Context: an optimization exercise on an open-source flow, tuned for small area, a short achievable clock period and few clock cycles per item. The choices shown serve that exercise and are no tape-out recipe. At most, simulation tests tie the RTL to the original design; equivalence was not proved. Only the layout flow was run in run 4; the RTL was not checked for function there. No activity file was given, so power comes from the tool's default toggle rates.

[flow/flow/run.sh]
#!/bin/bash
# The standard layout, except that the ports are buffered with
# sky130_fd_sc_hd__buf_1 (the resizer sizes them up where timing needs it)
# instead of the delay buffer buffer_ports picks by default.
set -euo pipefail
export BUFFER_PORTS_ARGS="-buffer_cell sky130_fd_sc_hd__buf_1"
bash standard.sh > standard.log 2>&1
[flow/standard.sh]
#!/bin/bash
# synth_recipe.tcl (not shown) runs the flow's synth.tcl, then flattens the netlist and writes it again
# the make line also repeats each setting of config.mk as NAME=value (left out here)
make -C /OpenROAD-flow-scripts/flow DESIGN_CONFIG=/design/flow/config.mk WORK_HOME=/design/flow/orfs CLKGATE_MAP_FILE= SYNTH_SCRIPT=/design/flow/synth_recipe.tcl "${@:-finish}"
[flow/config.mk]
export PLATFORM = sky130hd
export DESIGN_NAME = cmd_env_check
export DESIGN_NICKNAME = cmd_env_check
export VERILOG_FILES = /design/flow/design.v
export SDC_FILE = /design/flow/constraint.sdc
export NUM_CORES = 4
export LEC_CHECK = 0
export ABC_CLOCK_PERIOD_IN_PS = 3000
export CAP_MARGIN = 20
export CORE_MARGIN = 2
export CORE_UTILIZATION = 40
export CTS_BUF_LIST = sky130_fd_sc_hd__clkbuf_4 sky130_fd_sc_hd__clkbuf_8
export PLACE_DENSITY = 0.6
export SETUP_SLACK_MARGIN = 5.0
export SLEW_MARGIN = 20
export TNS_END_PERCENT = 10
[flow/constraint.sdc]
create_clock -name core_clock -period 8.0 [get_ports {clk}]
set_input_delay 1.6000 -clock core_clock [delete_from_list [all_inputs] [get_ports {clk}]]
set_output_delay 1.6000 -clock core_clock [all_outputs]
set_load 0.01 [all_outputs]
[flow/design.v]
module cmd_env_check (
    input  wire        clk,
    input  wire        rst,             
    input  wire        in_valid,
    output wire        in_ready,
    input  wire [31:0] in_data,
    input  wire        in_last,
    input  wire [31:0] conn_id,         
    input  wire [47:0] bus_counter,     
    output reg         res_valid,
    output reg  [2:0]  res_code,        
    output reg  [2:0]  res_cv,          
    output wire [15:0] res_epoch,       
    output wire        res_epoch_set    
);
    localparam [1023:0] C_STEP = {32'h40000000, 32'h20000000, 32'h10000000, 32'h88000000, 32'h84000000, 32'h82000000, 32'h81000000, 32'h00800000, 32'h80400000, 32'h80200000, 32'h00100000, 32'h80080000, 32'h80040000, 32'h80020000, 32'h00010000, 32'h00008000, 32'h00004000, 32'h80002000, 32'h80001000, 32'h00000800, 32'h80000400, 32'h80000200, 32'h80000100, 32'h80000080, 32'h00000040, 32'h80000020, 32'h00000010, 32'h00000008, 32'h00000004, 32'h00000002, 32'h00000001, 32'h80000000};
    localparam [31:0]   K_A    = 32'h3646F9E5;      
    localparam [31:0]   K_B    = 32'h2CADC2C5;      
    localparam [31:0]   K_C    = 32'h87974A2C;      
    localparam [31:0]   N_ONES = 32'h39C4E761;   
    function [31:0] mat;
        input [1023:0] m;
        input [31:0]   v;
        integer i;
        begin
            for (i = 0; i < 32; i = i + 1)
                mat[i] = ^(m[32*i +: 32] & v);
        end
    endfunction
    function [31:0] rev32;
        input [31:0] v;
        integer i;
        begin
            for (i = 0; i < 32; i = i + 1)
                rev32[i] = v[31 - i];
        end
    endfunction
    assign in_ready = 1'b1;
    wire take = in_valid;
    localparam [2:0] S_H1 = 3'd0, S_H2 = 3'd1, S_H3 = 3'd2, S_PAY = 3'd3,
                     S_PAIR = 3'd4, S_CV1 = 3'd5, S_CV2 = 3'd6, S_OVER = 3'd7;
    reg         nfirst;        
    reg  [2:0]  st;            
    reg  [13:0] rem;           
    wire at_h0   = nfirst;
    wire at_h1   = !nfirst && st == S_H1;
    wire at_h2   = !nfirst && st == S_H2;
    wire at_h3   = !nfirst && st == S_H3;
    wire at_pay  = !nfirst && st == S_PAY;
    wire at_pair = !nfirst && st == S_PAIR;
    wire at_cv1  = !nfirst && st == S_CV1;
    wire at_cv2  = !nfirst && st == S_CV2;
    always @(posedge clk) begin
        if (rst)
            nfirst <= 1'b1;
        else if (take)
            nfirst <= in_last;
    end
    always @(posedge clk) begin
        if (take) begin
            if (nfirst)
                st <= S_H1;
            else case (st)
                S_H1:   st <= S_H2;
                S_H2:   st <= S_H3;
                S_H3:   st <= (in_data[15:2] == 14'd0) ? S_PAIR : S_PAY;
                S_PAY:  st <= (rem == 14'd1) ? S_PAIR : S_PAY;
                S_PAIR: st <= S_CV1;
                S_CV1:  st <= S_CV2;
                default: st <= S_OVER;
            endcase
            if (at_h3)
                rem <= in_data[15:2];
            else if (at_pay)
                rem <= rem - 14'd1;
        end
    end
    wire [31:0] rcid  = rev32(conn_id);
    wire [31:0] in_bs = {in_data[7:0], in_data[15:8], in_data[23:16], in_data[31:24]};
    wire        cv_in = at_cv1 | at_cv2;
    wire [31:0] w_in  = cv_in ? in_data : (in_bs ^ {16'd0, nfirst ? rcid[31:16] : 16'd0});
    wire [31:0] want_in;
    wire [31:0] nx;
    wire [246:0] nxt;    
    assign nxt[0] = w_in[5] ^ w_in[12];
    assign nxt[1] = w_in[0] ^ w_in[6];
    assign nxt[2] = w_in[9] ^ w_in[30];
    assign nxt[3] = w_in[7] ^ w_in[10];
    assign nxt[4] = w_in[2] ^ w_in[3];
    assign nxt[5] = w_in[14] ^ w_in[21];
    assign nxt[6] = w_in[22] ^ nxt[0];
    assign nxt[7] = w_in[25] ^ nxt[2];
    assign nxt[8] = w_in[15] ^ w_in[17];
    assign nxt[9] = w_in[11] ^ w_in[29];
    assign nxt[10] = w_in[8] ^ nxt[1];
    assign nxt[11] = w_in[16] ^ nxt[4];
    assign nxt[12] = w_in[31] ^ nxt[3];
    assign nxt[13] = w_in[1] ^ w_in[23];
    assign nxt[14] = w_in[13] ^ w_in[19];
    assign nxt[15] = w_in[24] ^ w_in[26];
    assign nxt[16] = w_in[28] ^ nxt[5];
    assign nxt[17] = w_in[4] ^ w_in[11];
    assign nxt[18] = w_in[7] ^ w_in[20];
    assign nxt[19] = w_in[27] ^ w_in[30];
    assign nxt[20] = w_in[18] ^ nxt[8];
    assign nxt[21] = nxt[11] ^ nxt[12];
    assign nxt[22] = w_in[8] ^ w_in[20];
    assign nxt[23] = w_in[15] ^ w_in[31];
    assign nxt[24] = w_in[26] ^ w_in[29];
    assign nxt[25] = w_in[12] ^ nxt[9];
    assign nxt[26] = w_in[2] ^ nxt[16];
    assign nxt[27] = w_in[28] ^ nxt[6];
    assign nxt[28] = nxt[7] ^ nxt[10];
    assign nxt[29] = w_in[1] ^ w_in[4];
    assign nxt[30] = w_in[12] ^ w_in[17];
    assign nxt[31] = w_in[9] ^ nxt[22];
    assign nxt[32] = w_in[18] ^ nxt[14];
    assign nxt[33] = w_in[20] ^ nxt[17];
    assign nxt[34] = nxt[0] ^ nxt[9];
    assign nxt[35] = nxt[18] ^ nxt[23];
    assign nxt[36] = w_in[14] ^ nxt[20];
    assign nxt[37] = nxt[1] ^ nxt[7];
    assign nxt[38] = w_in[0] ^ w_in[5];
    assign nxt[39] = w_in[0] ^ w_in[7];
    assign nxt[40] = w_in[3] ^ w_in[10];
    assign nxt[41] = w_in[5] ^ w_in[18];
    assign nxt[42] = w_in[13] ^ w_in[21];
    assign nxt[43] = w_in[19] ^ w_in[23];
    assign nxt[44] = w_in[22] ^ w_in[25];
    assign nxt[45] = w_in[24] ^ w_in[25];
    assign nxt[46] = w_in[1] ^ nxt[5];
    assign nxt[47] = w_in[21] ^ nxt[2];
    assign nxt[48] = w_in[24] ^ nxt[13];
    assign nxt[49] = w_in[26] ^ nxt[1];
    assign nxt[50] = w_in[29] ^ nxt[15];
    assign nxt[51] = nxt[3] ^ nxt[8];
    assign nxt[52] = nxt[4] ^ nxt[19];
    assign nxt[53] = nxt[13] ^ nxt[24];
    assign nxt[54] = nxt[18] ^ nxt[24];
    assign nxt[55] = w_in[6] ^ nxt[31];
    assign nxt[56] = nxt[5] ^ nxt[6];
    assign nxt[57] = nxt[6] ^ nxt[29];
    assign nxt[58] = nxt[10] ^ nxt[17];
    assign nxt[59] = nxt[11] ^ nxt[30];
    assign nxt[60] = w_in[11] ^ nxt[3];
    assign nxt[61] = nxt[15] ^ want_in[0];
    assign nxt[62] = nxt[20] ^ nxt[60];
    assign nxt[63] = nxt[27] ^ nxt[37];
    assign nxt[64] = nxt[61] ^ nxt[62];
    assign nxt[65] = nxt[63] ^ nxt[64];
    assign nxt[66] = w_in[5] ^ w_in[7];
    assign nxt[67] = w_in[21] ^ want_in[1];
    assign nxt[68] = nxt[1] ^ nxt[19];
    assign nxt[69] = nxt[66] ^ nxt[67];
    assign nxt[70] = nxt[20] ^ nxt[53];
    assign nxt[71] = nxt[68] ^ nxt[69];
    assign nxt[72] = nxt[70] ^ nxt[71];
    assign nxt[73] = w_in[3] ^ want_in[2];
    assign nxt[74] = nxt[3] ^ nxt[73];
    assign nxt[75] = nxt[25] ^ nxt[32];
    assign nxt[76] = nxt[46] ^ nxt[74];
    assign nxt[77] = nxt[75] ^ nxt[76];
    assign nxt[78] = w_in[6] ^ w_in[8];
    assign nxt[79] = want_in[3] ^ nxt[0];
    assign nxt[80] = nxt[2] ^ nxt[29];
    assign nxt[81] = nxt[78] ^ nxt[79];
    assign nxt[82] = nxt[80] ^ nxt[21];
    assign nxt[83] = nxt[81] ^ nxt[82];
    assign nxt[84] = w_in[15] ^ w_in[23];
    assign nxt[85] = w_in[26] ^ nxt[38];
    assign nxt[86] = nxt[84] ^ nxt[16];
    assign nxt[87] = nxt[85] ^ want_in[4];
    assign nxt[88] = nxt[21] ^ nxt[86];
    assign nxt[89] = nxt[87] ^ nxt[88];
    assign nxt[90] = w_in[29] ^ nxt[44];
    assign nxt[91] = want_in[5] ^ nxt[35];
    assign nxt[92] = nxt[52] ^ nxt[90];
    assign nxt[93] = nxt[91] ^ nxt[92];
    assign nxt[94] = want_in[6] ^ nxt[14];
    assign nxt[95] = nxt[50] ^ nxt[94];
    assign nxt[96] = nxt[21] ^ nxt[37];
    assign nxt[97] = nxt[56] ^ nxt[95];
    assign nxt[98] = nxt[96] ^ nxt[97];
    assign nxt[99] = w_in[4] ^ nxt[44];
    assign nxt[100] = nxt[16] ^ nxt[32];
    assign nxt[101] = nxt[99] ^ want_in[7];
    assign nxt[102] = nxt[59] ^ nxt[100];
    assign nxt[103] = nxt[101] ^ nxt[102];
    assign nxt[104] = w_in[0] ^ w_in[2];
    assign nxt[105] = w_in[21] ^ w_in[27];
    assign nxt[106] = nxt[15] ^ nxt[104];
    assign nxt[107] = nxt[105] ^ nxt[35];
    assign nxt[108] = nxt[106] ^ want_in[8];
    assign nxt[109] = nxt[57] ^ nxt[107];
    assign nxt[110] = nxt[108] ^ nxt[109];
    assign nxt[111] = w_in[21] ^ nxt[14];
    assign nxt[112] = nxt[45] ^ nxt[12];
    assign nxt[113] = nxt[25] ^ nxt[111];
    assign nxt[114] = want_in[9] ^ nxt[55];
    assign nxt[115] = nxt[112] ^ nxt[113];
    assign nxt[116] = nxt[114] ^ nxt[115];
    assign nxt[117] = w_in[17] ^ w_in[31];
    assign nxt[118] = want_in[10] ^ nxt[41];
    assign nxt[119] = nxt[43] ^ nxt[117];
    assign nxt[120] = nxt[47] ^ nxt[54];
    assign nxt[121] = nxt[118] ^ nxt[119];
    assign nxt[122] = nxt[120] ^ nxt[121];
    assign nxt[123] = w_in[9] ^ w_in[16];
    assign nxt[124] = nxt[39] ^ nxt[123];
    assign nxt[125] = want_in[11] ^ nxt[46];
    assign nxt[126] = nxt[50] ^ nxt[124];
    assign nxt[127] = nxt[125] ^ nxt[126];
    assign nxt[128] = w_in[13] ^ nxt[38];
    assign nxt[129] = nxt[45] ^ nxt[11];
    assign nxt[130] = nxt[128] ^ want_in[12];
    assign nxt[131] = nxt[36] ^ nxt[129];
    assign nxt[132] = nxt[130] ^ nxt[131];
    assign nxt[133] = w_in[3] ^ w_in[24];
    assign nxt[134] = nxt[43] ^ nxt[133];
    assign nxt[135] = nxt[6] ^ nxt[134];
    assign nxt[136] = want_in[13] ^ nxt[28];
    assign nxt[137] = nxt[36] ^ nxt[135];
    assign nxt[138] = nxt[136] ^ nxt[137];
    assign nxt[139] = w_in[27] ^ nxt[0];
    assign nxt[140] = want_in[14] ^ nxt[7];
    assign nxt[141] = nxt[33] ^ nxt[139];
    assign nxt[142] = nxt[21] ^ nxt[36];
    assign nxt[143] = nxt[140] ^ nxt[141];
    assign nxt[144] = nxt[142] ^ nxt[143];
    assign nxt[145] = w_in[15] ^ w_in[25];
    assign nxt[146] = nxt[42] ^ nxt[145];
    assign nxt[147] = nxt[12] ^ nxt[31];
    assign nxt[148] = nxt[146] ^ want_in[15];
    assign nxt[149] = nxt[57] ^ nxt[147];
    assign nxt[150] = nxt[148] ^ nxt[149];
    assign nxt[151] = w_in[12] ^ w_in[21];
    assign nxt[152] = w_in[23] ^ nxt[151];
    assign nxt[153] = nxt[33] ^ nxt[51];
    assign nxt[154] = nxt[152] ^ want_in[16];
    assign nxt[155] = nxt[28] ^ nxt[153];
    assign nxt[156] = nxt[154] ^ nxt[155];
    assign nxt[157] = w_in[1] ^ w_in[19];
    assign nxt[158] = nxt[15] ^ nxt[41];
    assign nxt[159] = nxt[157] ^ nxt[12];
    assign nxt[160] = nxt[52] ^ nxt[158];
    assign nxt[161] = want_in[17] ^ nxt[58];
    assign nxt[162] = nxt[159] ^ nxt[160];
    assign nxt[163] = nxt[161] ^ nxt[162];
    assign nxt[164] = w_in[18] ^ w_in[22];
    assign nxt[165] = nxt[164] ^ nxt[54];
    assign nxt[166] = want_in[18] ^ nxt[28];
    assign nxt[167] = nxt[59] ^ nxt[165];
    assign nxt[168] = nxt[166] ^ nxt[167];
    assign nxt[169] = w_in[4] ^ w_in[28];
    assign nxt[170] = nxt[14] ^ nxt[23];
    assign nxt[171] = nxt[40] ^ nxt[169];
    assign nxt[172] = nxt[10] ^ nxt[34];
    assign nxt[173] = nxt[47] ^ nxt[170];
    assign nxt[174] = nxt[171] ^ want_in[19];
    assign nxt[175] = nxt[172] ^ nxt[173];
    assign nxt[176] = nxt[174] ^ nxt[175];
    assign nxt[177] = w_in[11] ^ w_in[13];
    assign nxt[178] = w_in[31] ^ nxt[40];
    assign nxt[179] = nxt[177] ^ nxt[49];
    assign nxt[180] = nxt[178] ^ want_in[20];
    assign nxt[181] = nxt[27] ^ nxt[179];
    assign nxt[182] = nxt[180] ^ nxt[181];
    assign nxt[183] = w_in[10] ^ w_in[23];
    assign nxt[184] = nxt[15] ^ nxt[19];
    assign nxt[185] = nxt[183] ^ nxt[34];
    assign nxt[186] = nxt[184] ^ want_in[21];
    assign nxt[187] = nxt[26] ^ nxt[185];
    assign nxt[188] = nxt[186] ^ nxt[187];
    assign nxt[189] = w_in[10] ^ w_in[27];
    assign nxt[190] = nxt[4] ^ nxt[42];
    assign nxt[191] = nxt[189] ^ nxt[25];
    assign nxt[192] = nxt[48] ^ nxt[190];
    assign nxt[193] = want_in[22] ^ nxt[37];
    assign nxt[194] = nxt[191] ^ nxt[192];
    assign nxt[195] = nxt[193] ^ nxt[194];
    assign nxt[196] = nxt[13] ^ nxt[7];
    assign nxt[197] = nxt[34] ^ nxt[35];
    assign nxt[198] = want_in[23] ^ nxt[26];
    assign nxt[199] = nxt[196] ^ nxt[197];
    assign nxt[200] = nxt[198] ^ nxt[199];
    assign nxt[201] = w_in[3] ^ w_in[13];
    assign nxt[202] = nxt[5] ^ nxt[13];
    assign nxt[203] = nxt[30] ^ nxt[201];
    assign nxt[204] = nxt[33] ^ nxt[202];
    assign nxt[205] = nxt[203] ^ want_in[24];
    assign nxt[206] = nxt[28] ^ nxt[204];
    assign nxt[207] = nxt[205] ^ nxt[206];
    assign nxt[208] = w_in[14] ^ w_in[27];
    assign nxt[209] = nxt[208] ^ want_in[25];
    assign nxt[210] = nxt[51] ^ nxt[53];
    assign nxt[211] = nxt[27] ^ nxt[55];
    assign nxt[212] = nxt[209] ^ nxt[210];
    assign nxt[213] = nxt[211] ^ nxt[212];
    assign nxt[214] = w_in[9] ^ w_in[23];
    assign nxt[215] = nxt[214] ^ nxt[6];
    assign nxt[216] = nxt[10] ^ want_in[26];
    assign nxt[217] = nxt[21] ^ nxt[215];
    assign nxt[218] = nxt[216] ^ nxt[217];
    assign nxt[219] = w_in[16] ^ w_in[30];
    assign nxt[220] = nxt[9] ^ nxt[22];
    assign nxt[221] = nxt[219] ^ nxt[32];
    assign nxt[222] = nxt[48] ^ nxt[220];
    assign nxt[223] = want_in[27] ^ nxt[56];
    assign nxt[224] = nxt[221] ^ nxt[222];
    assign nxt[225] = nxt[223] ^ nxt[224];
    assign nxt[226] = nxt[2] ^ nxt[13];
    assign nxt[227] = nxt[226] ^ want_in[28];
    assign nxt[228] = nxt[26] ^ nxt[58];
    assign nxt[229] = nxt[227] ^ nxt[228];
    assign nxt[230] = w_in[20] ^ w_in[30];
    assign nxt[231] = nxt[3] ^ nxt[4];
    assign nxt[232] = nxt[230] ^ nxt[49];
    assign nxt[233] = nxt[231] ^ want_in[29];
    assign nxt[234] = nxt[27] ^ nxt[232];
    assign nxt[235] = nxt[233] ^ nxt[234];
    assign nxt[236] = w_in[4] ^ w_in[5];
    assign nxt[237] = w_in[16] ^ nxt[8];
    assign nxt[238] = nxt[236] ^ nxt[7];
    assign nxt[239] = nxt[237] ^ want_in[30];
    assign nxt[240] = nxt[26] ^ nxt[238];
    assign nxt[241] = nxt[239] ^ nxt[240];
    assign nxt[242] = w_in[31] ^ nxt[8];
    assign nxt[243] = nxt[19] ^ nxt[39];
    assign nxt[244] = want_in[31] ^ nxt[25];
    assign nxt[245] = nxt[242] ^ nxt[243];
    assign nxt[246] = nxt[244] ^ nxt[245];
    assign nx[0] = nxt[65];
    assign nx[1] = nxt[72];
    assign nx[2] = nxt[77];
    assign nx[3] = nxt[83];
    assign nx[4] = nxt[89];
    assign nx[5] = nxt[93];
    assign nx[6] = nxt[98];
    assign nx[7] = nxt[103];
    assign nx[8] = nxt[110];
    assign nx[9] = nxt[116];
    assign nx[10] = nxt[122];
    assign nx[11] = nxt[127];
    assign nx[12] = nxt[132];
    assign nx[13] = nxt[138];
    assign nx[14] = nxt[144];
    assign nx[15] = nxt[150];
    assign nx[16] = nxt[156];
    assign nx[17] = nxt[163];
    assign nx[18] = nxt[168];
    assign nx[19] = nxt[176];
    assign nx[20] = nxt[182];
    assign nx[21] = nxt[188];
    assign nx[22] = nxt[195];
    assign nx[23] = nxt[200];
    assign nx[24] = nxt[207];
    assign nx[25] = nxt[213];
    assign nx[26] = nxt[218];
    assign nx[27] = nxt[225];
    assign nx[28] = nxt[229];
    assign nx[29] = nxt[235];
    assign nx[30] = nxt[241];
    assign nx[31] = nxt[246];
    reg [31:0] nx_q;
    reg [15:0] seed_lo;        
    reg        v_q, f_q, cov_q, c1_q, c2_q, l_q;
    always @(posedge clk) begin
        nx_q    <= nx;
        seed_lo <= rcid[15:0] ^ {bus_counter[39:32], bus_counter[47:40]};
        v_q     <= take & ~rst;
        f_q     <= nfirst;
        cov_q   <= nfirst | (st[2] == 1'b0);
        c1_q    <= at_cv1;
        c2_q    <= at_cv2;
        l_q     <= in_last;
    end
    wire [31:0] ntv;           
    wire [91:0] ntt;    
    assign ntt[0] = seed_lo[5] ^ seed_lo[7];
    assign ntt[1] = seed_lo[9] ^ seed_lo[15];
    assign ntt[2] = seed_lo[1] ^ seed_lo[14];
    assign ntt[3] = seed_lo[2] ^ seed_lo[11];
    assign ntt[4] = seed_lo[4] ^ seed_lo[6];
    assign ntt[5] = seed_lo[8] ^ seed_lo[10];
    assign ntt[6] = seed_lo[13] ^ ntt[1];
    assign ntt[7] = seed_lo[3] ^ seed_lo[5];
    assign ntt[8] = seed_lo[12] ^ seed_lo[14];
    assign ntt[9] = seed_lo[0] ^ ntt[3];
    assign ntt[10] = seed_lo[4] ^ ntt[0];
    assign ntt[11] = seed_lo[9] ^ ntt[2];
    assign ntt[12] = seed_lo[13] ^ ntt[2];
    assign ntt[13] = seed_lo[10] ^ seed_lo[15];
    assign ntt[14] = seed_lo[1] ^ ntt[0];
    assign ntt[15] = seed_lo[6] ^ ntt[6];
    assign ntt[16] = seed_lo[0] ^ seed_lo[5];
    assign ntt[17] = seed_lo[0] ^ seed_lo[14];
    assign ntt[18] = seed_lo[2] ^ seed_lo[13];
    assign ntt[19] = seed_lo[3] ^ seed_lo[8];
    assign ntt[20] = seed_lo[6] ^ seed_lo[12];
    assign ntt[21] = seed_lo[5] ^ ntt[4];
    assign ntt[22] = seed_lo[10] ^ ntt[3];
    assign ntt[23] = seed_lo[10] ^ ntt[4];
    assign ntt[24] = seed_lo[11] ^ ntt[7];
    assign ntt[25] = seed_lo[11] ^ ntt[12];
    assign ntt[26] = seed_lo[15] ^ ntt[14];
    assign ntt[27] = ntt[1] ^ ntt[9];
    assign ntt[28] = ntt[6] ^ ntt[10];
    assign ntt[29] = ntt[7] ^ ntt[15];
    assign ntt[30] = seed_lo[15] ^ ntt[25];
    assign ntt[31] = seed_lo[2] ^ ntt[5];
    assign ntt[32] = ntt[20] ^ ntt[11];
    assign ntt[33] = ntt[31] ^ ntt[32];
    assign ntt[34] = ntt[0] ^ ntt[12];
    assign ntt[35] = ntt[22] ^ ntt[34];
    assign ntt[36] = ntt[7] ^ ntt[18];
    assign ntt[37] = seed_lo[15] ^ ntt[17];
    assign ntt[38] = seed_lo[0] ^ seed_lo[12];
    assign ntt[39] = ntt[0] ^ ntt[13];
    assign ntt[40] = ntt[38] ^ ntt[39];
    assign ntt[41] = seed_lo[1] ^ seed_lo[9];
    assign ntt[42] = ntt[4] ^ ntt[41];
    assign ntt[43] = ntt[5] ^ ntt[17];
    assign ntt[44] = ntt[43] ^ ntt[29];
    assign ntt[45] = ntt[8] ^ ntt[9];
    assign ntt[46] = ntt[45] ^ ntt[29];
    assign ntt[47] = ntt[5] ^ ntt[12];
    assign ntt[48] = ntt[21] ^ ntt[47];
    assign ntt[49] = seed_lo[4] ^ seed_lo[8];
    assign ntt[50] = ntt[49] ^ ntt[11];
    assign ntt[51] = ntt[24] ^ ntt[50];
    assign ntt[52] = seed_lo[3] ^ ntt[10];
    assign ntt[53] = ntt[22] ^ ntt[52];
    assign ntt[54] = seed_lo[13] ^ ntt[5];
    assign ntt[55] = ntt[16] ^ ntt[54];
    assign ntt[56] = seed_lo[8] ^ seed_lo[14];
    assign ntt[57] = ntt[56] ^ ntt[6];
    assign ntt[58] = ntt[9] ^ ntt[57];
    assign ntt[59] = seed_lo[7] ^ ntt[3];
    assign ntt[60] = ntt[19] ^ ntt[59];
    assign ntt[61] = ntt[15] ^ ntt[60];
    assign ntt[62] = seed_lo[4] ^ ntt[2];
    assign ntt[63] = ntt[62] ^ ntt[27];
    assign ntt[64] = ntt[1] ^ ntt[21];
    assign ntt[65] = ntt[10] ^ ntt[11];
    assign ntt[66] = seed_lo[1] ^ seed_lo[3];
    assign ntt[67] = ntt[5] ^ ntt[18];
    assign ntt[68] = ntt[66] ^ ntt[67];
    assign ntt[69] = ntt[23] ^ ntt[27];
    assign ntt[70] = seed_lo[1] ^ seed_lo[12];
    assign ntt[71] = ntt[70] ^ ntt[24];
    assign ntt[72] = ntt[13] ^ ntt[20];
    assign ntt[73] = seed_lo[12] ^ ntt[5];
    assign ntt[74] = ntt[73] ^ ntt[26];
    assign ntt[75] = seed_lo[8] ^ ntt[1];
    assign ntt[76] = ntt[14] ^ ntt[75];
    assign ntt[77] = ntt[8] ^ ntt[28];
    assign ntt[78] = seed_lo[11] ^ ntt[28];
    assign ntt[79] = seed_lo[7] ^ ntt[4];
    assign ntt[80] = ntt[8] ^ ntt[13];
    assign ntt[81] = ntt[79] ^ ntt[80];
    assign ntt[82] = seed_lo[0] ^ seed_lo[6];
    assign ntt[83] = seed_lo[7] ^ ntt[82];
    assign ntt[84] = ntt[83] ^ ntt[25];
    assign ntt[85] = ntt[4] ^ ntt[19];
    assign ntt[86] = ntt[9] ^ ntt[85];
    assign ntt[87] = ntt[26] ^ ntt[86];
    assign ntt[88] = ntt[0] ^ ntt[8];
    assign ntt[89] = ntt[8] ^ ntt[23];
    assign ntt[90] = seed_lo[12] ^ ntt[16];
    assign ntt[91] = ntt[11] ^ ntt[90];
    assign ntv[0] = ntt[30];
    assign ntv[1] = ntt[33];
    assign ntv[2] = ntt[35];
    assign ntv[3] = ntt[36];
    assign ntv[4] = ntt[37];
    assign ntv[5] = ntt[40];
    assign ntv[6] = ntt[42];
    assign ntv[7] = ntt[44];
    assign ntv[8] = ntt[46];
    assign ntv[9] = ntt[48];
    assign ntv[10] = ntt[51];
    assign ntv[11] = ntt[53];
    assign ntv[12] = ntt[55];
    assign ntv[13] = ntt[58];
    assign ntv[14] = ntt[61];
    assign ntv[15] = ntt[63];
    assign ntv[16] = ntt[64];
    assign ntv[17] = ntt[65];
    assign ntv[18] = ntt[68];
    assign ntv[19] = ntt[69];
    assign ntv[20] = ntt[71];
    assign ntv[21] = ntt[72];
    assign ntv[22] = ntt[74];
    assign ntv[23] = ntt[76];
    assign ntv[24] = ntt[77];
    assign ntv[25] = ntt[78];
    assign ntv[26] = ntt[81];
    assign ntv[27] = ntt[84];
    assign ntv[28] = ntt[87];
    assign ntv[29] = ntt[88];
    assign ntv[30] = ntt[89];
    assign ntv[31] = ntt[91];
    reg  [31:0] f_a, g_b, g_c;
    wire [31:0] cf_a   = mat(C_STEP, f_a);
    wire [31:0] cg_b   = mat(C_STEP, g_b);
    wire [31:0] cg_c   = mat(C_STEP, g_c);
    reg         l1b, l2c;      
    wire [31:0] cg_sel = at_cv1 ? (l1b ? cg_b : 32'd0) : (l2c ? cg_c : cg_b);
    assign      want_in = cv_in ? (cf_a ^ cg_sel ^ N_ONES) : 32'd0;
    wire [31:0] f_next = nx_q ^ (f_q ? (ntv ^ K_A) : cf_a);
    wire        cv_ok  = (nx_q == 32'd0);
    reg         cv1_ok;
    always @(posedge clk) begin
        if (v_q && cov_q) begin
            f_a <= f_next;
            g_b <= f_q ? K_B : cg_b;
            g_c <= f_q ? K_C : cg_c;
        end
        if (v_q && c1_q)
            cv1_ok <= cv_ok;
    end
    reg [31:0] bc_lo;          
    reg [31:0] env_base;       
    reg        sub_q;          
    reg [15:0] ep_q;
    reg        s4_hi, s4_ok, kf_ok, pc_ok;
    wire [31:0] eb_sub = env_base - bc_lo;
    always @(posedge clk) begin
        if (nfirst)
            bc_lo <= bus_counter[31:0];
        sub_q <= take & at_h1;
        if (take & at_h0)
            env_base[31:16] <= in_data[15:0];
        else if (sub_q)
            env_base[31:16] <= eb_sub[31:16];
        if (take & at_h1)
            env_base[15:0] <= in_data[31:16];
        else if (sub_q)
            env_base[15:0] <= eb_sub[15:0];
        if (take) begin
            if (at_h1)
                s4_hi <= (in_data[15:0] == bc_lo[31:16]);
            if (at_h2) begin
                s4_ok <= s4_hi && (in_data[31:16] == bc_lo[15:0]);
                ep_q  <= in_data[15:0];
            end
            if (at_h3)
                kf_ok <= (in_data[31:16] == 16'h3000) && (in_data[1:0] == 2'b00);
            if (at_pair) begin
                l1b   <= (in_data[31:24] == 8'h06);
                l2c   <= (in_data[31:24] == 8'h05) || (in_data[31:24] == 8'h06);
                pc_ok <= ((in_data[31:24] == 8'h03) || (in_data[31:24] == 8'h05) ||
                          (in_data[31:24] == 8'h06)) && (in_data[23:0] == 24'd0);
            end
        end
    end
    reg [15:0] acc_ep;         
    reg        ep_set;
    reg [31:0] bc0, bc1;       
    reg        bsel;
    reg        base_set;
    reg [1:0]  cand_cnt;       
    wire [15:0] ep_diff = ep_q - acc_ep;
    reg         eq0, eq1, ep_eq, ep_newer;
    always @(posedge clk) begin
        eq0      <= (env_base == bc0);
        eq1      <= (env_base == bc1);
        ep_eq    <= ep_set && (ep_diff == 16'd0);
        ep_newer <= ep_set && (ep_diff != 16'd0) && !ep_diff[15];
    end
    wire base_eq = base_set && (bsel ? eq1 : eq0);
    wire cand_eq = bsel ? eq0 : eq1;
    wire done   = v_q & l_q;
    wire s2_ok  = c2_q && kf_ok && pc_ok;
    wire s5_ok  = !base_set || base_eq || ep_newer;
    wire s6_ok  = ep_eq || ep_newer;
    reg [2:0] code_r;
    always @* begin
        if (!s4_ok)      code_r = 3'd4;
        else if (!s5_ok) code_r = 3'd5;
        else if (!s6_ok) code_r = 3'd6;
        else             code_r = 3'd0;
    end
    wire cv2_ok = cv_ok;
    wire pre    = done & s2_ok & cv1_ok;    
    wire [2:0] code_ok  = !s2_ok ? 3'd2 : !cv1_ok ? 3'd3 : code_r;
    wire [2:0] code_bad = !s2_ok ? 3'd2 : 3'd3;
    wire [2:0] cvf_ok  = {1'b0, s2_ok & l1b & !cv1_ok, s2_ok & !l1b & !cv1_ok};
    wire [2:0] cvf_bad = {s2_ok & l2c & cv1_ok, s2_ok & !l2c & cv1_ok, 1'b0};
    wire r_code0 = code_r == 3'd0;
    wire r_code5 = code_r == 3'd5 && ep_eq;
    wire cand_go = cand_cnt != 2'd0 && cand_eq;
    wire u_ep    = pre & ((r_code0 & ep_newer) | (code_r == 3'd6 & !ep_set));
    wire u_base  = pre & r_code0 & (ep_newer | !base_set);
    wire u_adopt = pre & r_code5 & cand_go & cand_cnt == 2'd3;
    wire u_inc   = pre & r_code5 & cand_go & cand_cnt != 2'd3;
    wire u_cand  = pre & r_code5 & !cand_go;
    wire u_clr   = pre & (r_code0 | u_adopt);
    wire w_base = cv2_ok & u_base;
    wire w_cand = cv2_ok & u_cand;
    always @(posedge clk) begin
        if ((w_base & !bsel) | (w_cand & bsel))
            bc0 <= env_base;
        if ((w_base & bsel) | (w_cand & !bsel))
            bc1 <= env_base;
    end
    always @(posedge clk) begin
        if (rst) begin
            acc_ep   <= 16'd0;
            ep_set   <= 1'b0;
            base_set <= 1'b0;
            bsel     <= 1'b0;
            cand_cnt <= 2'd0;
        end else if (cv2_ok) begin
            if (u_ep) begin
                acc_ep <= ep_q;
                ep_set <= 1'b1;
            end
            if (u_base)
                base_set <= 1'b1;
            else if (u_adopt)
                bsel <= !bsel;
            if (u_cand)
                cand_cnt <= 2'd1;
            else if (u_inc)
                cand_cnt <= cand_cnt + 2'd1;
            else if (u_clr)
                cand_cnt <= 2'd0;
        end
    end
    always @(posedge clk) begin
        if (rst)
            res_valid <= 1'b0;
        else
            res_valid <= done;
        res_code <= cv2_ok ? code_ok : code_bad;    
        res_cv   <= cv2_ok ? cvf_ok : cvf_bad;
    end
    assign res_epoch     = acc_ep;
    assign res_epoch_set = ep_set;
endmodule
==> summary.txt, run 1 <==
largest net degree at the start of global routing=102; R2R Path End=nx_q[24]; drt first pass iters=5; syn avg cell area=10.7 sq um; top-area cell type share of the netlist area=37.3%; effective utilization at floorplan=40.4%; synthesized flop and latch total=352; # DRC=0; Worst Hold Class=reg -> reg; vias in the first global route=15000; synthesized instance count=1979; Slew HR=33.3%; Critical Path End=nx_q[6]; Cell Rows=84; Worst Tran Pin Value=1.00 ns; power consumption=6.51 mW; yosys warns=1; Seq/Total Area, Yosys=45.6%; Worst Path Max Fanout=8; TritonCTS buffer count=67; Tmin final=3.12 ns; status=complete, no violations; Worst EP required=8.57 ns; gr usage total=22.2%; startpoint types=input pin; CP endpoint kind=register; Fill cells=4970; Placement Setup Slack=3.88 ns; ys async rst share=0%; final slew viol count=0; crit path DAT=3.69 ns; Worst path max stage delay=0.40 ns; initial antenna violation count=7; Die Span X=234 um; Clk Tree Root Cell=clkbuf_8; Yosys top cell by area=edfxtp_1; Routed WL per cell=21.0 um; GR Overflow Total=0; share of cells above drive strength 1=13.3%; CP cell instances=buf_1, buf_4, xnor2_2, or3_4, a31oi_4, xnor2_2, xor2_4, xnor2_2, xnor2_1, xnor2_1; most frequent cells after synthesis=xnor2_1, edfxtp_1, xor2_1; DR vias/cell=5.23; setup_tns=0 ns; reg2reg setup slack=4.99 ns; Mapped Area=21300 sq um; # IOs=141; most area-consuming cells after synthesis=edfxtp_1, xnor2_1, xor2_1; Final setup viols=0; RSZ-0062 raised after global routing=true; predominant post-synthesis flop cell=edfxtp_1; Bufs on Longest Clock Path=3; static leakage power=8.60 nW; Max Fclk=321 MHz; core region area=52600 sq um; DRT iter0 DRCs=1226; EDFF count, synth=264; max cap viols=0; kind of critical path=in -> reg; Vias=15200; Die Y=234 um; routability cong.=0.941; CTS Sinks=352; drt total wl=60.9 mm; Post-Syn Nets=2146; Buffers on Ports=139; worst r2r src=st[0]; Die Area=55000 sq um; fin nets=2322; hold slack=0.469 ns; synth unique cells=73; Final Hold Vio Count=0; Fin Clk Skew=0.0369 ns; Clock Latency Late Sink=0.68 ns; R2R depth=9; Area growth syn-to-layout=15.8%; DP HPWL=44.5 mm; clock-pin transition on the worst setup and hold timing paths=0.05 ns; H-Tree Depth=3; CP most frequent cell=xnor2_2; CP startpoint=in_data[27]; first-pass GRT wire length=90.9 mm; CTS tree=yes; Peak VDD IR=0.164 mV; period utilisation layout=39.0%; Post-DRT Antenna Nets=0; most frequent cell after synthesis=xnor2_1; worst setup margin=4.88 ns; critical path's slowest cell=or3_4; Cell Pwr Density=264 nW/um^2
## cell families (layout without fill, tap and decap cells)
group                      Yosys count  count (layout)  share of synthesized area, %
DFF                                352             352                          45.6
AOI/OAI and AO/OA                  267             267                          7.81
buffers and inverters              163             391                          3.13
and+or+nand+nor                    477             480                          11.1
xor gates and xnor gates           623             623                          26.5
other                                1               6                        0.0176
adders and majority gates           51              51                          3.04
muxes                               45              45                          2.83
## per-stage QoR
stage,util (%),area [sq um],instances
4_1_cts,46.2,24300,2883
3_5_place_dp,42.8,22500,2738
2_1_floorplan,-,21400,1979
3_3_place_gp,42.8,22500,2738
6_report,46.8,24600,2903
5_1_grt,46.8,24600,2900
## worst max-delay path: cells and delay by family
family	cells	cell delay [ns]
AO/OA/AOI/OAI	1	0.25
XOR/XNOR	6	1.15
buffers and inverters	2	0.27
AND/OR/NAND/NOR	1	0.40
## final cells by class
class | instances | area (sq um) | area share (%)
timing repair buffer | 193 | 1050 | 4.28
tap | 688 | 861 | 3.50
clock buffer | 100 | 1220 | 4.96
multi-input combinational | 1467 | 11300 | 45.7
antenna | 5 | 12.5 | 0.0508
clock inverter | 24 | 226 | 0.920
inverter | 74 | 282 | 1.14
sequential | 352 | 9700 | 39.4
## cell usage in the layout, fill, tap and decap left out, drive strengths merged, types with 27 or more instances in the layout
master / Yosys / layout
ha: 50 / 50
xor2: 229 / 229
nor2b: 27 / 27
inv: 74 / 76
a21oi: 98 / 98
mux2i: 44 / 44
dfxtp: 88 / 88
clkbuf: 67 / 100
nor4: 39 / 39
nand2: 129 / 129
xnor2: 393 / 393
nor2: 127 / 128
buf: 22 / 192
edfxtp: 264 / 264
o21ai: 49 / 49
## registers in the layout, indices dropped and copies added (netlist names), 2 cells and up
| signal | flops |
|---|---|
| acc_ep | 16 |
| cand_cnt | 2 |
| bc1 | 32 |
| res_code | 3 |
| seed_lo | 16 |
| res_cv | 3 |
| g_b | 32 |
| bc_lo | 32 |
| nx_q | 32 |
| f_a | 32 |
| st | 3 |
| bc0 | 32 |
| rem | 14 |
| env_base | 32 |
| g_c | 32 |
| ep_q | 16 |
## worst min path at each step
stage / from / to / cells past startpoint
after detailed placement: acc_ep[9] / acc_ep[9] / 2
after CTS: acc_ep[9] / acc_ep[9] / 2
final: acc_ep[9] / acc_ep[9] / 2
after global placement: acc_ep[5] / acc_ep[5] / 2
after floorplan: cand_cnt[1] / cand_cnt[1] / 2
after global routing: acc_ep[11] / acc_ep[11] / 2
## report_power, final
part           switching [mW]  internal, mW
Sequential              0.202          2.25
Combinational            1.13         0.991
Clock                   0.819          1.11
## metal layers
metal  vias up  track usage, %  routed length [um]
met2       506            35.2               28000
li1       7171               -                   -
met5         -               0                  43
met3       171            4.37                3390
met4         6            10.9                2940
met1      7329            29.0               26600
## repair_timing
item                                    in CTS  in global routing
endpoints found under the setup margin      87                109
setup buffers                               18                 14
cloned                                       3                  0
pin swaps                                    6                 10
gates resized for setup                     36                 35
hold buffers                                 0                  0
Testbench counts, summed over its fixed seeds: cycles 128,720, envelopes 3,200.
==> inputs of run 2 (changes only) <==
--- a/flow/config.mk
+++ b/flow/config.mk
@@ -10,7 +10,6 @@
 export CORE_MARGIN = 2
 export CORE_UTILIZATION = 40
 export CTS_BUF_LIST = sky130_fd_sc_hd__clkbuf_4 sky130_fd_sc_hd__clkbuf_8
-export PLACE_DENSITY = 0.6
+export PLACE_DENSITY = 0.45
 export SETUP_SLACK_MARGIN = 5.0
 export SLEW_MARGIN = 20
-export TNS_END_PERCENT = 10
==> summary.txt, run 2 <==
status=complete, no violations; DRT iter0 DRCs=845; CP startpoint=in_data[27]; setup_tns=0 ns; Cell Rows=84; most frequent cells in the layout=xnor2_1, edfxtp_1, xor2_1; startpoint types=input pin; CP bufs+invs=4; reg2reg setup slack=5.05 ns; most common cell after layout, fill and taps aside=xnor2_1; CTS Sinks=352; DR vias/cell=5.05; Final Hold Vio Count=0; yosys warns=1; Vias=14800; CP endpoint kind=register; GR Overflow Total=0; synth unique cells=73; Worst Tran Pin Value=1.15 ns; final slew viol count=0; Clock Latency Late Sink=0.65 ns; # IOs=141; core region area=52600 sq um; fin nets=2362; power consumption=6.61 mW; Critical Path End=nx_q[6]; period utilisation layout=37.4%; routability cong.=0.871; Clock power frac=28.1%; Top Layer Used=met5; Worst path max stage delay=0.34 ns; Final setup viols=0; Die Y=234 um; # DRC=0; CP top delay family=XOR/XNOR gates; Stages on worst setup path=12; Post-Syn Nets=2146; Post-DRT Antenna Nets=0; Seq pwr share=37.0%; R2R Path End=nx_q[0]; predominant post-synthesis flop cell=edfxtp_1; gr usage total=23.4%; most area-consuming cells after synthesis=edfxtp_1, xnor2_1, xor2_1; Seq/Total Area, Yosys=45.6%; most frequent cell after synthesis=xnor2_1; RSZ-0062 raised after global routing=true; top-area cell type share of the netlist area=37.3%; Worst Hold Class=reg -> reg; max cap viols=0; syn avg cell area=10.7 sq um; most frequent cells after synthesis=xnor2_1, edfxtp_1, xor2_1; Worst EP required=8.58 ns; vias in the first global route=14700; drt total wl=64.8 mm; R2R depth=9; EDFF count, synth=264; Routed WL per cell=22.1 um; drt first pass iters=5; largest net degree at the start of global routing=110; Slew HR=23.5%; Worst Path Max Fanout=6; Cell Pwr Density=260 nW/um^2; CTS tree=yes; H-Tree Depth=3; Die Area=55000 sq um; synthesized instance count=1979; TritonCTS buffer count=69; synthesized flop and latch total=352; Peak VDD IR=0.127 mV; kind of critical path=in -> reg; CP cell instances=buf_1, buf_6, xnor2_2, or3_4, a31oi_4, buf_12, xnor2_4, xor2_2, buf_6, xnor2_4, xnor2_2, xnor2_1; Pint=4.39 mW; DR WL met2=32.4 mm; Clk Tree Root Cell=clkbuf_8; first-pass GRT wire length=94.0 mm; hold path start=acc_ep[13]; combinational power share=34.8%; DP HPWL=47.6 mm; Fin Clk Skew=0.0315 ns; Area growth syn-to-layout=19.7%; Tmin final=2.99 ns; hold_buf cts=0; Max Fclk=334 MHz; Yosys top cell by area=edfxtp_1; WL met3=2.31 mm; share of cells above drive strength 1=16.5%; effective utilization at floorplan=40.4%; static leakage power=8.98 nW; ys async rst share=0%; Die Span X=234 um; Buffers on Ports=139; initial antenna violation count=2; crit path DAT=3.57 ns; Switching Share=33.6%; clock-pin transition on the worst setup and hold timing paths=0.06 ns; worst r2r src=nfirst; DRT met1 WL=27.9 mm; Bufs on Longest Clock Path=3; Psw=2.22 mW; critical path's slowest cell=or3_4; Mapped Area=21300 sq um
run 2: area by class of cell:
class                   instances  area, sq um
fillers                      4980        27100
multi-input cells            1466        11800
flip-flops and latches        352         9690
repair buffers                232         1440
clock buffers                  96         1220
well taps                     688          861
inverters                      74          282
clock inverters                26          179
diodes                          1         2.50
run 2: cells by family after synthesis:
logic type | share of synthesized area (%)
adder cells (fa/ha/maj) | 3.04
other | 0.0176
buffers and inverters | 3.13
multiplexers | 2.83
XOR/XNOR | 26.5
flip-flops | 45.6
AO/OA/AOI/OAI | 7.81
AND/OR/NAND/NOR | 11.1
run 2: through the flow:
step           utilization [%]  setup WS [ns]  cell area, sq um  cells  hold WS [ns]
2_1_floorplan                -           4.56             21900   1979         0.443
3_3_place_gp              43.6           3.99             22900   2744         0.453
3_5_place_dp              43.6           3.99             22900   2745         0.458
4_1_cts                   47.0           4.90             24700   2885         0.466
5_1_grt                   48.4           4.93             25400   2935         0.493
6_report                  48.4           5.01             25400   2935         0.464
run 2: worst reg2reg max path: cells and delay by family, from the launching register on:
family | cells | cell delay (ns)
buffers and inverters | 1 | 0.20
multiplexers | 1 | 0.53
XOR/XNOR | 4 | 0.72
AND/OR/NAND/NOR | 1 | 0.42
AO/OA/AOI/OAI | 2 | 0.64
flip-flops | 1 | 0.39
run 2: how the worst min path moves through the flow:
stage | end | slack [ns] | depth (start not counted)
floorplan | cand_cnt[1] | 0.44 | 2
global placement | acc_ep[14] | 0.45 | 2
detailed placement | acc_ep[13] | 0.46 | 2
CTS | acc_ep[13] | 0.47 | 2
global route | acc_ep[13] | 0.49 | 2
finish | acc_ep[13] | 0.46 | 2
run 2: timing repair:
| action | CTS | global route |
|---|---|---|
| endpoints found under the hold margin | 0 | 0 |
| pin swaps | 5 | 21 |
| gates cloned | 2 | 2 |
| buffers inserted | 16 | 46 |
| gates resized for setup | 56 | 40 |
| endpoints found under the setup margin | 120 | 58 |
run 2: power groups by stage:
stage / logic, mW / registers [mW] / clock network, mW
global placement: 2.13 / 2.50 / 0
global route: 2.49 / 2.47 / 2.01
finish: 2.30 / 2.45 / 1.86
CTS: 2.21 / 2.46 / 1.92
detailed placement: 2.14 / 2.49 / 0
floorplan: 1.68 / 2.40 / 0
run 2: per-layer routing:
metal	vias up	global-route usage, %
met3	111	4.05
met2	295	40.8
met1	7171	29.4
li1	7248	-
met5	-	0
met4	2	7.96
==> inputs of run 3 (changes only) <==
--- a/flow/config.mk
+++ b/flow/config.mk
@@ -10,6 +10,6 @@
 export CORE_MARGIN = 2
 export CORE_UTILIZATION = 40
 export CTS_BUF_LIST = sky130_fd_sc_hd__clkbuf_4 sky130_fd_sc_hd__clkbuf_8
-export PLACE_DENSITY = 0.45
+export PLACE_DENSITY = 0.6
 export SETUP_SLACK_MARGIN = 5.0
 export SLEW_MARGIN = 20
==> summary.txt, run 3 <==
status=complete, no violations; multi-input logic area=11700 sq um; Worst Path Max Fanout=3; Fill cells=4856; most common cell after layout, fill and taps aside=xnor2_1; Seq/Total Area, Yosys=45.6%; Mapped Area=21300 sq um; predominant post-synthesis flop cell=edfxtp_1; CTS Sinks=352; effective utilization at floorplan=40.4%; Clock power frac=28.3%; met1 Use GR=29.4%; synth unique cells=73; Clock Latency Late Sink=0.67 ns; vias in the first global route=14900; power consumption=6.51 mW; yosys warns=1; startpoint types=input pin; H-Tree Depth=3; largest net degree at the start of global routing=104; kind of critical path=in -> reg; TritonCTS buffer count=67; ys async rst share=0%; DRT iter0 DRCs=1091; synthesized instance count=1979; static leakage power=8.80 nW; GR Util met2=36.5%; Area growth syn-to-layout=18.4%; Bufs on Longest Clock Path=3; Routed WL per cell=21.1 um; synthesized flop and latch total=352; most frequent cells after synthesis=xnor2_1, edfxtp_1, xor2_1; CP cell instances=buf_1, buf_6, xnor2_2, or3_4, a31oi_4, buf_12, xnor2_4, xor2_4, xnor2_2, xnor2_1, xnor2_1; Max Fclk=333 MHz; RSZ-0062 raised after global routing=true; Switching Share=33.7%; core region area=52600 sq um; top-area cell type share of the netlist area=37.3%; Fin Clk Skew=0.0389 ns; setup_tns=0 ns; met3 GRT Util=4.18%; Worst Tran Pin Value=1.02 ns; Peak VDD IR=0.148 mV; Placed Instance Area=22900 sq um; post-route cell area=25200 sq um; crit path DAT=3.54 ns; # IOs=141; Worst path max stage delay=0.38 ns; Psw=2.19 mW; fin nets=2337; Slew HR=32.2%; Clk Tree Root Cell=clkbuf_8; most frequent cells in the layout=xnor2_1, edfxtp_1, xor2_1; EDFF count, synth=264; syn avg cell area=10.7 sq um; Pint=4.32 mW; clock-pin transition on the worst setup and hold timing paths=0.06 ns; hold_buf cts=0; share of cells above drive strength 1=15.4%; Yosys top cell by area=edfxtp_1; drt first pass iters=7; Die Span X=234 um; period utilisation layout=37.5%; Die Y=234 um; Buffers on Ports=139; GR peak layer=met2; DR vias/cell=5.17; Seq pwr share=37.6%; Post-DRT Antenna Nets=0; initial antenna violation count=5; max cap viols=0; DP HPWL=44.3 mm; CTS tree=yes; Cell Pwr Density=259 nW/um^2; routability cong.=0.908; GR Overflow Total=0; Final setup viols=0; Worst Hold Class=reg -> reg; gr usage total=22.3%; drt total wl=61.5 mm; Cell Rows=84; Tmin final=3.00 ns; register area=9690 sq um; Final Hold Vio Count=0; CP endpoint kind=register; final slew viol count=0; Vias=15100; hold slack=0.468 ns; combinational power share=34.1%; Die Area=55000 sq um; most area-consuming cells after synthesis=edfxtp_1, xnor2_1, xor2_1; first-pass GRT wire length=91.0 mm; Post-Syn Nets=2146; most frequent cell after synthesis=xnor2_1; # DRC=0; Worst EP required=8.54 ns; critical path's slowest cell=or3_4
run 3: cell counts after synthesis:
Identical to the previous run, type by type.
run 3: final timing paths:
path,from,end,slack [ns],depth (start not counted)
worst min-delay path,acc_ep[8],acc_ep[8],0.47,2
worst min register to register,acc_ep[8],acc_ep[8],0.47,2
worst max-delay path,in_data[18],nx_q[6],5.00,11
worst max register to register,nfirst,nx_q[23],5.03,10
run 3: per-stage QoR:
| step | worst slack (ns) | std cells | utilization [%] |
|---|---|---|---|
| 2_1_floorplan | 4.56 | 1979 | - |
| 3_3_place_gp | 4.01 | 2739 | 43.5 |
| 3_5_place_dp | 4.02 | 2739 | 43.5 |
| 4_1_cts | 4.94 | 2884 | 46.8 |
| 5_1_grt | 4.89 | 2912 | 47.9 |
| 6_report | 5.00 | 2913 | 47.9 |
run 3: layer usage:
metal  wire length, um  up-vias
met5                53        -
met4              2150        8
met3              3120      125
met2             29100      402
met1             27100     7325
li1                  -     7200
run 3: area by class of cell:
cell class	count	area share, %
Tap cell	688	3.42
Inverter	74	1.12
Antenna cell	1	0.00995
Multi-Input combinational cell	1466	46.5
Clock inverter	36	1.03
Sequential cell	352	38.5
Timing Repair Buffer	209	4.96
Clock buffer	87	4.46
run 3: kinds of logic (layout without fill, tap and decap cells):
family / after synthesis / count (layout) / share of synthesized area, %
xor+xnor: 623 / 623 / 26.5
other cells: 1 / 2 / 0.0176
fa+ha+maj: 51 / 51 / 3.04
buf+inv: 163 / 406 / 3.13
compound gates: 267 / 267 / 7.81
mux: 45 / 45 / 2.83
flops: 352 / 352 / 45.6
simple gates: 477 / 479 / 11.1
run 3: worst max-delay path: cells and delay by family:
family                    cells  cell delay [ns]
xor gates and xnor gates      6             0.97
buffers and inverters         3             0.38
and+or+nand+nor               1             0.38
AOI/OAI and AO/OA             1             0.20
run 3: what timing repair did:
item	4_1_cts	5_1_grt
setup buffers	20	27
gates cloned	2	1
endpoints found under the setup margin	69	59
pin swaps	7	15
resized for setup	44	45
run 3: power groups by stage:
stage | sequential [mW] | combinational, mW | clock (mW)
3_5_place_dp | 2.48 | 2.10 | 0
4_1_cts | 2.45 | 2.16 | 1.89
6_report | 2.45 | 2.22 | 1.84
3_3_place_gp | 2.48 | 2.08 | 0
5_1_grt | 2.46 | 2.40 | 1.97
2_1_floorplan | 2.40 | 1.68 | 0
==> inputs of run 4 (changes only) <==
--- a/flow/design.v
+++ b/flow/design.v
@@ -56,6 +56,13 @@
         else if (take)
             nfirst <= in_last;
     end
+    reg cv_in;
+    always @(posedge clk) begin
+        if (rst)
+            cv_in <= 1'b0;
+        else if (take)
+            cv_in <= !in_last && (at_pair || at_cv1);
+    end
     always @(posedge clk) begin
         if (take) begin
             if (nfirst)
@@ -77,7 +84,6 @@
     end
     wire [31:0] rcid  = rev32(conn_id);
     wire [31:0] in_bs = {in_data[7:0], in_data[15:8], in_data[23:16], in_data[31:24]};
-    wire        cv_in = at_cv1 | at_cv2;
     wire [31:0] w_in  = cv_in ? in_data : (in_bs ^ {16'd0, nfirst ? rcid[31:16] : 16'd0});
     wire [31:0] want_in;
     wire [31:0] nx;
==> summary.txt, run 4 <==
status=complete, no violations; Yosys top cell by area=edfxtp_1; vias in the first global route=15000; DP HPWL=45.2 mm; share of cells above drive strength 1=17.1%; drt total wl=62.3 mm; most common cell after layout, fill and taps aside=xnor2_1; CP cell instances=buf_1, buf_4, nor2b_1, a21oi_2, xnor2_2, xor2_2, buf_4, xor2_1, xnor2_1, xnor2_1, xnor2_1; DR vias/cell=5.18; final slew viol count=0; most frequent cells after synthesis=xnor2_1, edfxtp_1, xor2_1; startpoint types=input pin; Worst path max stage delay=0.33 ns; EDFF count, synth=264; post-synthesis adder-cell area fraction=3.01%; CP top delay family=XOR/XNOR gates; Die Span X=236 um; static leakage power=9.11 nW; most frequent cell after synthesis=xnor2_1; Synth Area in XOR/XNOR=26.0%; post-route cell area=25600 sq um; Clock power frac=29.0%; Switching Share=33.0%; # DRC=0; Post-DRT Antenna Nets=0; CP endpoint kind=register; compound-gate portion of the synthesized area=8.91%; core region area=52800 sq um; combinational power share=33.4%; yosys warns=1; synthesized flop and latch total=353; Seq pwr share=37.6%; CTS Sinks=353; initial antenna violation count=2; Psw=2.16 mW; period utilisation layout=37.7%; CP most frequent cell=xnor2_1; Placed Cells=2748; power consumption=6.55 mW; GR Overflow Total=0; CP bufs+invs=3; Tmin final=3.02 ns; crit path DAT=3.59 ns; Worst EP required=8.58 ns; routability cong.=0.927; multiplexer share of the synthesized area=2.16%; Worst Hold Class=reg -> reg; Pint=4.39 mW; critical path's slowest cell=xnor2_2; Area growth syn-to-layout=19.3%; synth unique cells=75; largest family of logic cells by synthesized area=XOR/XNOR gates; hold slack=0.472 ns; TritonCTS buffer count=67; ys async rst share=0%; Clock Latency Late Sink=0.65 ns; synthesized instance count=1983; Die Y=236 um; Final Hold Vio Count=0; Buffers on Ports=139; fin nets=2372; first-pass GRT wire length=92.9 mm; Final Non-Filler Cells=2945; gr usage total=22.2%; Worst Tran Pin Value=0.996 ns; Cell Rows=84; # IOs=141; Mapped Area=21500 sq um; hold_buf cts=0; predominant post-synthesis flop cell=edfxtp_1; Post-Syn Nets=2150; H-Tree Depth=3; Vias=15300; CTS tree=yes; clock-pin transition on the worst setup and hold timing paths=0.07 ns; Slew HR=33.6%; max cap viols=0; Max Fclk=332 MHz; Die Area=55500 sq um; Synth Area in Simple Gates=11.4%; syn avg cell area=10.8 sq um; drt first pass iters=5; Worst Path Max Fanout=8; RSZ-0062 raised after global routing=true; largest net degree at the start of global routing=100; kind of critical path=in -> reg; Routed WL per cell=21.2 um; Clk Tree Root Cell=clkbuf_8; Placed Instance Area=22900 sq um; Peak VDD IR=0.159 mV; DRT iter0 DRCs=1136; setup_tns=0 ns; most frequent cells in the layout=xnor2_1, edfxtp_1, xor2_1; Final setup viols=0; effective utilization at floorplan=40.7%; Seq/Total Area, Yosys=45.2%; Fin Clk Skew=0.0318 ns; most area-consuming cells after synthesis=edfxtp_1, xnor2_1, xor2_1; Cell Pwr Density=256 nW/um^2; Bufs on Longest Clock Path=3; top-area cell type share of the netlist area=36.9%
## run 4: cell types whose count changed after synthesis, moves of 9 or more
cell	before	now
xnor2_1	380	352
o31ai_4	0	10
nor2_1	126	135
and3b_1	0	11
nand2b_1	23	36
a21oi_1	98	114
nor3_1	19	31
## run 4: cell type report
type	count	area [sq um]
inverter	66	248
fill	4883	27200
tap	688	861
clock inverter	22	198
timing repair buffer	244	1500
multi-input combinational	1473	11800
clock buffer	98	1230
antenna	1	2.50
sequential	353	9720
## run 4: logic make-up (layout without fill, tap and decap cells)
group,after synthesis,count (layout)
AOI/OAI and AO/OA,284,284
xor gates and xnor gates,609,609
DFF,353,353
muxes,34,34
adders and majority gates,51,51
and+or+nand+nor,494,494
other,1,2
buffers and inverters,157,430
## run 4: worst register-to-register path, delay by kind of cell, from the launching register on
kind / cells / cell delay [ns]
adder cells (fa/ha/maj): 1 / 0.39
buffers and inverters: 2 / 0.27
AND/OR/NAND/NOR: 3 / 0.38
flip-flops: 1 / 0.48
AO/OA/AOI/OAI: 5 / 1.17
## run 4: routing by layer
metal	up-vias	wire length, um	part of all wire (%)	track usage, %
met5	-	7	0.011	0
li1	7275	-	-	-
met3	108	3590	5.8	3.82
met2	455	29800	48	36.5
met4	2	1550	2.5	7.55
met1	7420	27300	44	29.5
## run 4: through the flow
stage,setup slack (ns),utilization [%]
final,4.98,48.5
after global routing,4.88,48.5
after CTS,4.93,47.1
after detailed placement,3.46,43.3
after global placement,3.38,43.3
after floorplan,4.45,-
## run 4: final timing paths
kind / start / end / slack (ns) / cells after the start
hold / removal: acc_ep[10] / acc_ep[10] / 0.47 / 2
setup / recovery: in_data[9] / nx_q[13] / 4.98 / 11
hold reg to reg: acc_ep[10] / acc_ep[10] / 0.47 / 2
setup reg to reg: bc_lo[13] / env_base[30] / 5.14 / 11
## run 4: power by group through the flow
stage / clock (mW) / combinational (mW) / sequential [mW]
floorplan: 0 / 1.57 / 2.40
global placement: 0 / 1.95 / 2.50
detailed placement: 0 / 1.97 / 2.50
CTS: 1.94 / 2.07 / 2.46
global route: 2.02 / 2.36 / 2.48
finish: 1.90 / 2.19 / 2.46
## run 4: repair_timing
item                                    in CTS  in global routing
resized for setup                           72                 80
cloned                                       0                  0
pin swaps                                   18                 29
endpoints found under the hold margin        0                  0
setup buffers                               32                 44
endpoints found under the setup margin      64                 37
==> inputs of run 5 (changes only) <==
--- a/flow/design.v
+++ b/flow/design.v
@@ -56,13 +56,6 @@
         else if (take)
             nfirst <= in_last;
     end
-    reg cv_in;
-    always @(posedge clk) begin
-        if (rst)
-            cv_in <= 1'b0;
-        else if (take)
-            cv_in <= !in_last && (at_pair || at_cv1);
-    end
     always @(posedge clk) begin
         if (take) begin
             if (nfirst)
@@ -84,6 +77,7 @@
     end
     wire [31:0] rcid  = rev32(conn_id);
     wire [31:0] in_bs = {in_data[7:0], in_data[15:8], in_data[23:16], in_data[31:24]};
+    wire        cv_in = at_cv1 | at_cv2;
     wire [31:0] w_in  = cv_in ? in_data : (in_bs ^ {16'd0, nfirst ? rcid[31:16] : 16'd0});
     wire [31:0] want_in;
     wire [31:0] nx;
--- a/flow/config.mk
+++ b/flow/config.mk
@@ -8,8 +8,8 @@
 export ABC_CLOCK_PERIOD_IN_PS = 3000
 export CAP_MARGIN = 20
 export CORE_MARGIN = 2
-export CORE_UTILIZATION = 40
+export CORE_UTILIZATION = 50
 export CTS_BUF_LIST = sky130_fd_sc_hd__clkbuf_4 sky130_fd_sc_hd__clkbuf_8
-export PLACE_DENSITY = 0.6
+export PLACE_DENSITY = 0.65
 export SETUP_SLACK_MARGIN = 5.0
 export SLEW_MARGIN = 20
==> summary.txt, run 5 <==
Fin Clk Skew=0.0180 ns; largest net degree at the start of global routing=110; CP bufs+invs=2; CP cell instances=buf_1, xnor2_2, mux2i_4, buf_4, xnor2_1, xnor2_1, xnor2_1, xnor2_1, xnor2_1; Finished Core Util=59.7%; period utilisation layout=37.5%; most common cell after layout, fill and taps aside=xnor2_1; Seq/Total Area, Yosys=45.6%; core region area=41900 sq um; most frequent cells in the layout=xnor2_1, edfxtp_1, xor2_1; TritonCTS buffer count=60; crit path DAT=3.53 ns; Psw=2.14 mW; CP top delay family=XOR/XNOR gates; Bufs on Longest Clock Path=3; multiplexer share of the synthesized area=2.83%; Worst path max stage delay=0.42 ns; most frequent cells after synthesis=xnor2_1, edfxtp_1, xor2_1; Pint=4.32 mW; static leakage power=8.85 nW; Final setup viols=0; Post-DRT Antenna Nets=0; reg2reg setup slack=5.06 ns; combinational power share=34.8%; CP most frequent cell=xnor2_1; # IOs=141; Final Hold Vio Count=0; first-pass GRT wire length=88.1 mm; synthesized flop and latch total=352; DR vias/cell=5.46; worst setup margin=5.00 ns; final slew viol count=0; Fill cells=3475; ys async rst share=0%; Placement Setup Slack=4.05 ns; Worst Hold Class=reg -> reg; Clock power frac=27.5%; top-area cell type share of the netlist area=37.3%; # DRC=0; predominant post-synthesis flop cell=edfxtp_1; most area-consuming cells after synthesis=edfxtp_1, xnor2_1, xor2_1; H-Tree Depth=2; Yosys top cell by area=edfxtp_1; Buffers on Ports=139; fin nets=2350; drt total wl=59.3 mm; Synth Area in XOR/XNOR=26.5%; routability cong.=0.934; Clock Latency Late Sink=0.67 ns; Worst Tran Pin Value=1.08 ns; Seq pwr share=37.7%; max cap viols=0; synthesized instance count=1979; CP endpoint kind=register; initial antenna violation count=5; Synth Area in Simple Gates=11.1%; worst r2r src=nfirst; synth unique cells=73; critical path's slowest cell=buf_1; hold path start=acc_ep[2]; CTS tree=yes; CP startpoint=in_data[21]; Peak VDD IR=0.141 mV; Switching Share=33.1%; power consumption=6.46 mW; Cell Rows=75; Cell Pwr Density=258 nW/um^2; GR Overflow Total=0; kind of critical path=in -> reg; RSZ-0062 raised after global routing=true; Mapped Area=21300 sq um; gr usage total=26.4%; Area growth syn-to-layout=17.8%; Vias=15100; Tmin final=3.00 ns; share of cells above drive strength 1=16.0%; most frequent cell after synthesis=xnor2_1; Die Span X=210 um; Clk Tree Root Cell=clkbuf_8; CTS Sinks=352; post-synthesis adder-cell area fraction=3.04%; status=complete, no violations; Routed WL per cell=21.4 um; Die Area=44200 sq um; drt first pass iters=6; DRT iter0 DRCs=1257; startpoint types=input pin; vias in the first global route=14900; clock-pin transition on the worst setup and hold timing paths=0.06 ns; Max Fclk=333 MHz; Die Y=210 um; syn avg cell area=10.7 sq um; Post-Syn Nets=2146; hold slack=0.465 ns; yosys warns=1; largest family of logic cells by synthesized area=XOR/XNOR gates; effective utilization at floorplan=50.7%; EDFF count, synth=264; DP HPWL=42.8 mm; Worst Path Max Fanout=5; Slew HR=28.1%; compound-gate portion of the synthesized area=7.81%; setup_tns=0 ns; Worst EP required=8.53 ns
## run 5: routing by layer
layer | wire, um | global-route usage, %
met1 | 24900 | 34.2
met2 | 29100 | 45.0
met3 | 3290 | 3.77
met4 | 2030 | 9.83
met5 | 36 | 0
## run 5: tightest hold or removal path, cell delays in order, from the launching register on
cell and delay [ns]:
dfxtp_1 0.32, nand2_1 0.05, a21oi_1 0.05
## run 5: cells by family (layout without fill, tap and decap cells)
logic type	count (synthesis)	in the layout
compound gates	267	267
flops	352	352
buf+inv	163	412
other cells	1	3
mux	45	45
simple gates	477	480
fa+ha+maj	51	51
xor+xnor	623	623
## run 5: cell type report
cell class	instances	area [sq um]	share of cell area [%]
Multi-Input combinational cell	1467	11800	47.0
Sequential cell	352	9690	38.7
Timing Repair Buffer	227	1310	5.25
Clock buffer	86	1050	4.21
Tap cell	539	674	2.70
Inverter	74	282	1.13
Clock inverter	24	244	0.975
Timing Repair inverter	1	5.00	0.0200
Antenna cell	2	5.00	0.0200
## run 5: power by group through the flow
stage | clock network, mW | logic (mW) | registers (mW)
after floorplan | 0 | 1.68 | 2.40
after detailed placement | 0 | 2.09 | 2.48
after global placement | 0 | 2.07 | 2.48
after CTS | 1.80 | 2.13 | 2.44
final | 1.77 | 2.25 | 2.44
after global routing | 1.87 | 2.41 | 2.46
## run 5: timing repair
item,CTS,global route
hold buffers,0,0
pin swaps,6,17
endpoints found under the setup margin,66,79
resized for setup,37,56
setup buffers,17,46
cloned,2,3
## run 5: per-stage QoR
| step | cell area, sq um | std cells |
|---|---|---|
| floorplan | 21900 | 1979 |
| detailed placement | 22700 | 2592 |
| CTS | 24300 | 2721 |
| global route | 25000 | 2770 |
| finish | 25000 | 2772 |
| global placement | 22700 | 2590 |
## run 5: worst paths after layout
path               end  depth (start not counted)
max           nx_q[12]                          9
min          acc_ep[2]                          2
max reg2reg   nx_q[15]                         11
min reg2reg  acc_ep[2]                          2
Testbench counts of run 5, summed over its fixed seeds: cycles 128,720, envelopes 3,200.

## static timing again, ports no longer ideal
No port has a modelled driver above. Below, the same layouts with a new extraction and two added sets of constraints.
Step 1 (the two cells are an assumption about what drives the block):
set clk [get_ports {clk}]
set_driving_cell -lib_cell sky130_fd_sc_hd__clkbuf_16 $clk
set_driving_cell -lib_cell sky130_fd_sc_hd__buf_2 [delete_from_list [all_inputs] $clk]
Step 2 also shifts input and output timing later by t, the mid clock arrival at the registers, as if the neighbouring blocks saw the same clock.
Three values: ideal ports, drivers, drivers and shift; two values: the first two.
run	t (ns)	setup WS [ns]	slew at the worst register clock pin (ns)
run 1	0.720	4.881 / 4.923 / 4.203	0.07 / 0.07
run 2	0.695	5.009 / 5.044 / 4.349	0.07 / 0.07
run 3	0.701	4.998 / 5.005 / 4.304	0.07 / 0.07
run 4	0.690	4.984 / 4.987 / 4.297	0.07 / 0.07
run 5	0.712	4.998 / 5.015 / 4.303	0.07 / 0.07
After both steps every run listed still meets setup and hold. For run 5, which loses most, drivers alone change the setup slack by +0.017 ns; drivers and shift together by -0.695 ns.
